Source: an optimization exercise on an open RTL-to-GDS flow (aim: small area, a short achievable clock period and few clock cycles). Production flows keep margins and buffers that such runs may drop. Only simulation tests tie the RTL to the original design; equivalence was not proved.

## blade_blend
module blade_blend (
    input  wire        clk,
    input  wire        rst,
    input  wire        in_valid,
    output wire        in_ready,
    input  wire [1:0]  in_kind,
    input  wire        in_last,
    input  wire [19:0] in_red,
    input  wire [19:0] in_grn,
    input  wire [19:0] in_blu,
    input  wire [19:0] in_alp,
    input  wire [2:0]  in_op,
    input  wire [19:0] in_gal,
    output reg         out_valid,
    output wire [19:0] out_red,
    output wire [19:0] out_grn,
    output wire [19:0] out_blu,
    output wire [1:0]  out_cls
);
clock: 26.0 ns
lec_check: 0
abc_area: 1
cap_margin: 20
core_margin: 2
core_utilization: 40
place_density: 0.6
slew_margin: 20
standard.sh (not shown) runs the stock make flow with config.mk's settings and CLKGATE_MAP_FILE= SYNTH_SCRIPT=/design/flow/synth_recipe.tcl, a recipe that flattens the netlist after the stock synthesis.
==> flow/flow/run.sh <==
#!/bin/bash
# The standard layout (standard.sh: the standard flow's own ORFS flow, standard synthesis
# unchanged), with repair_timing aiming at a setup slack margin well above 0
# so that the layout is optimised for a short achieved period (clock period
# less setup slack). The clock, the I/O delays and the SDC are unchanged.
# The margin is higher up to clock tree synthesis than after global routing,
# where a high margin mostly grows the area. Each ORFS step writes its full
# log under orfs/logs/; make's output goes to make_*.log in this folder.
set -euo pipefail
bash standard.sh SETUP_SLACK_MARGIN=18 cts > make_cts.log 2>&1
bash standard.sh SETUP_SLACK_MARGIN=17 finish > make_finish.log 2>&1
The starting point went through all stages and came out clean.
Testbench counts at the start, summed over its fixed seeds: cycles 48,888.
==> next run, changes <==
--- a/flow/flow/run.sh
+++ b/flow/flow/run.sh
@@ -10 +10 @@
-bash standard.sh SETUP_SLACK_MARGIN=18 cts > make_cts.log 2>&1
+bash standard.sh SETUP_SLACK_MARGIN=18.5 cts > make_cts.log 2>&1
--- a/flow/config.mk
+++ b/flow/config.mk
@@ -11,2 +11,2 @@
-export CORE_UTILIZATION = 40
-export PLACE_DENSITY = 0.6
+export CORE_UTILIZATION = 55
+export PLACE_DENSITY = 0.7
After rerunning: Via count is higher by 2.5%. Clock skew climbs by 17 ps. Routed wire length falls by 3.3%. Cell count is lower by 4.9%. Hold slack is better by 28 ps. Design area stays flat. Clock-buffer cell count rose by 3. Die area falls by 27%. Worst setup slack improved by 240 ps.
==> next run, changes <==
--- a/flow/flow/run.sh
+++ b/flow/flow/run.sh
@@ -10 +10 @@
-bash standard.sh SETUP_SLACK_MARGIN=18.5 cts > make_cts.log 2>&1
+bash standard.sh SETUP_SLACK_MARGIN=18.75 cts > make_cts.log 2>&1
--- a/flow/config.mk
+++ b/flow/config.mk
@@ -11,2 +11,2 @@
-export CORE_UTILIZATION = 55
-export PLACE_DENSITY = 0.7
+export CORE_UTILIZATION = 40
+export PLACE_DENSITY = 0.6
Effect:
- worst setup slack improves by 500 ps
- register-to-register slack improves by 500 ps
- wire length increases by 5.0%
- via count goes down by 1.5%
==> next run, changes <==
--- a/flow/flow/run.sh
+++ b/flow/flow/run.sh
@@ -10 +10 @@
-bash standard.sh SETUP_SLACK_MARGIN=18.75 cts > make_cts.log 2>&1
+bash standard.sh SETUP_SLACK_MARGIN=17.5 cts > make_cts.log 2>&1
What happened: The changed run completed with no timing, DRC or antenna violations. Clock skew stays flat. Routed wire length is lower slightly. Maximum frequency went down by roughly a tenth. Setup slack is worse by 1100 ps.

blade_blend again, from the RTL that the note above started with.
// blade_blend
module blade_blend (
    input  wire        clk,
    input  wire        rst,
    input  wire        in_valid,
    output wire        in_ready,
    input  wire [1:0]  in_kind,
    input  wire        in_last,
    input  wire [19:0] in_red,
    input  wire [19:0] in_grn,
    input  wire [19:0] in_blu,
    input  wire [19:0] in_alp,
    input  wire [2:0]  in_op,
    input  wire [19:0] in_gal,
    output reg         out_valid,
    output wire [19:0] out_red,
    output wire [19:0] out_grn,
    output wire [19:0] out_blu,
    output wire [1:0]  out_cls
);
    localparam [19:0] U1   = 20'h80000;
    localparam [19:0] MAXV = 20'hFFFFF;
    localparam [18:0] HALF = 19'h40000;
    localparam [2:0] OP_OVER = 3'd0, OP_ADD = 3'd1, OP_MUL = 3'd2, OP_SCREEN = 3'd3,
                     OP_MIN  = 3'd4, OP_MAX = 3'd5, OP_ERASE = 3'd6;
    reg        pend;           
    reg        scaled;         
    reg        prepped;        
    reg [2:0]  s_op;
    reg [1:0]  s_kind;
    reg        s_last;
    reg [19:0] s_c [0:2];      
    reg [18:0] x_c [0:2];      
    reg [19:0] s_a;            
    reg [21:0] b_c [0:2];      
    reg [19:0] b_a;            
    reg [19:0] d_c [0:2];      
    reg [19:0] d_a;            
    reg        f_supplied, f_safety, f_sealed;
    reg        r_scale, r_prep, r_blend;
  ...
Settings: LEC_CHECK=0, ABC_AREA=1, CAP_MARGIN=20, CORE_MARGIN=2, CORE_UTILIZATION=40, PLACE_DENSITY=0.6, SLEW_MARGIN=20; clock period 26.0 ns.
==> flow/flow/run.sh <==
#!/bin/bash
# The standard layout (standard.sh: the standard flow's own ORFS flow, standard synthesis
# unchanged), with repair_timing aiming at a setup slack margin well above 0
# so that the layout is optimised for a short achieved period (clock period
# less setup slack). The clock, the I/O delays and the SDC are unchanged.
# Each ORFS step writes its full log under orfs/logs/; make's output goes to
# make_finish.log in this folder.
set -euo pipefail
MARGIN=19
bash standard.sh SETUP_SLACK_MARGIN=$MARGIN finish > make_finish.log 2>&1
The baseline finished with timing, DRC and antenna clean.
Testbench counts at the start, summed over its fixed seeds: cycles 48,888.
Change:
--- a/flow/flow/run.sh
+++ b/flow/flow/run.sh
@@ -6,2 +6,3 @@
-# Each ORFS step writes its full log under orfs/logs/; make's output goes to
-# make_finish.log in this folder.
+# The margin is higher up to clock tree synthesis than after global routing,
+# where a high margin mostly grows the area. Each ORFS step writes its full
+# log under orfs/logs/; make's output goes to make_*.log in this folder.
@@ -9,2 +10,2 @@
-MARGIN=19
-bash standard.sh SETUP_SLACK_MARGIN=$MARGIN finish > make_finish.log 2>&1
+bash standard.sh SETUP_SLACK_MARGIN=19 cts > make_cts.log 2>&1
+bash standard.sh SETUP_SLACK_MARGIN=18 finish > make_finish.log 2>&1
The new run completed without violations.
Worst setup slack is worse by 460 ps.
Design area decreases by 5.8%.
Die area is unchanged.
Routed wire length decreases by 2.8%.
First-iteration DRC count increases by 0.34%.
Critical path depth increases by 1.
Sequential cell count is unchanged.
Maximum frequency decreases by 6.0%.
Count of clock-buffer cells in the layout is unchanged.
Register-to-register slack is worse by 460 ps.

afterwards: timing with drivers on the ports:
How much do the figures lean on ideal ports? The routed layouts below were timed once more, with nothing changed but the port constraints. Step 1 assumes that a clkbuf_16 drives the clock port and a buf_2 every other input. Step 2 also shifts input and output timing later by t, the mid clock arrival at the registers, as if the neighbouring blocks saw the same clock. a / b / c = ideal ports / drivers / drivers and shift; a / b = the first two.
run | shift t [ns] | setup WS [ns] | worst slew at a driven data input, ns
the first run of note 1 | 0.728 | 17.719 / 17.719 / 17.072 | 0.05
the second run of note 1 | 0.704 | 17.954 / 17.954 / 17.485 | 0.05
the third run of note 1 | 0.734 | 18.455 / 18.455 / 17.919 | 0.05
the fourth run of note 1 | 0.730 | 17.327 / 17.340 / 16.657 | 0.05
the first run of note 2 | 0.739 | 18.885 / 18.885 / 18.228 | 0.05
the second run of note 2 | 0.740 | 18.430 / 18.430 / 18.065 | 0.05
After both steps every run listed still meets setup and hold. For the fourth run of note 1, which loses most, drivers alone change the setup slack by +0.013 ns; drivers and shift together by -0.670 ns.
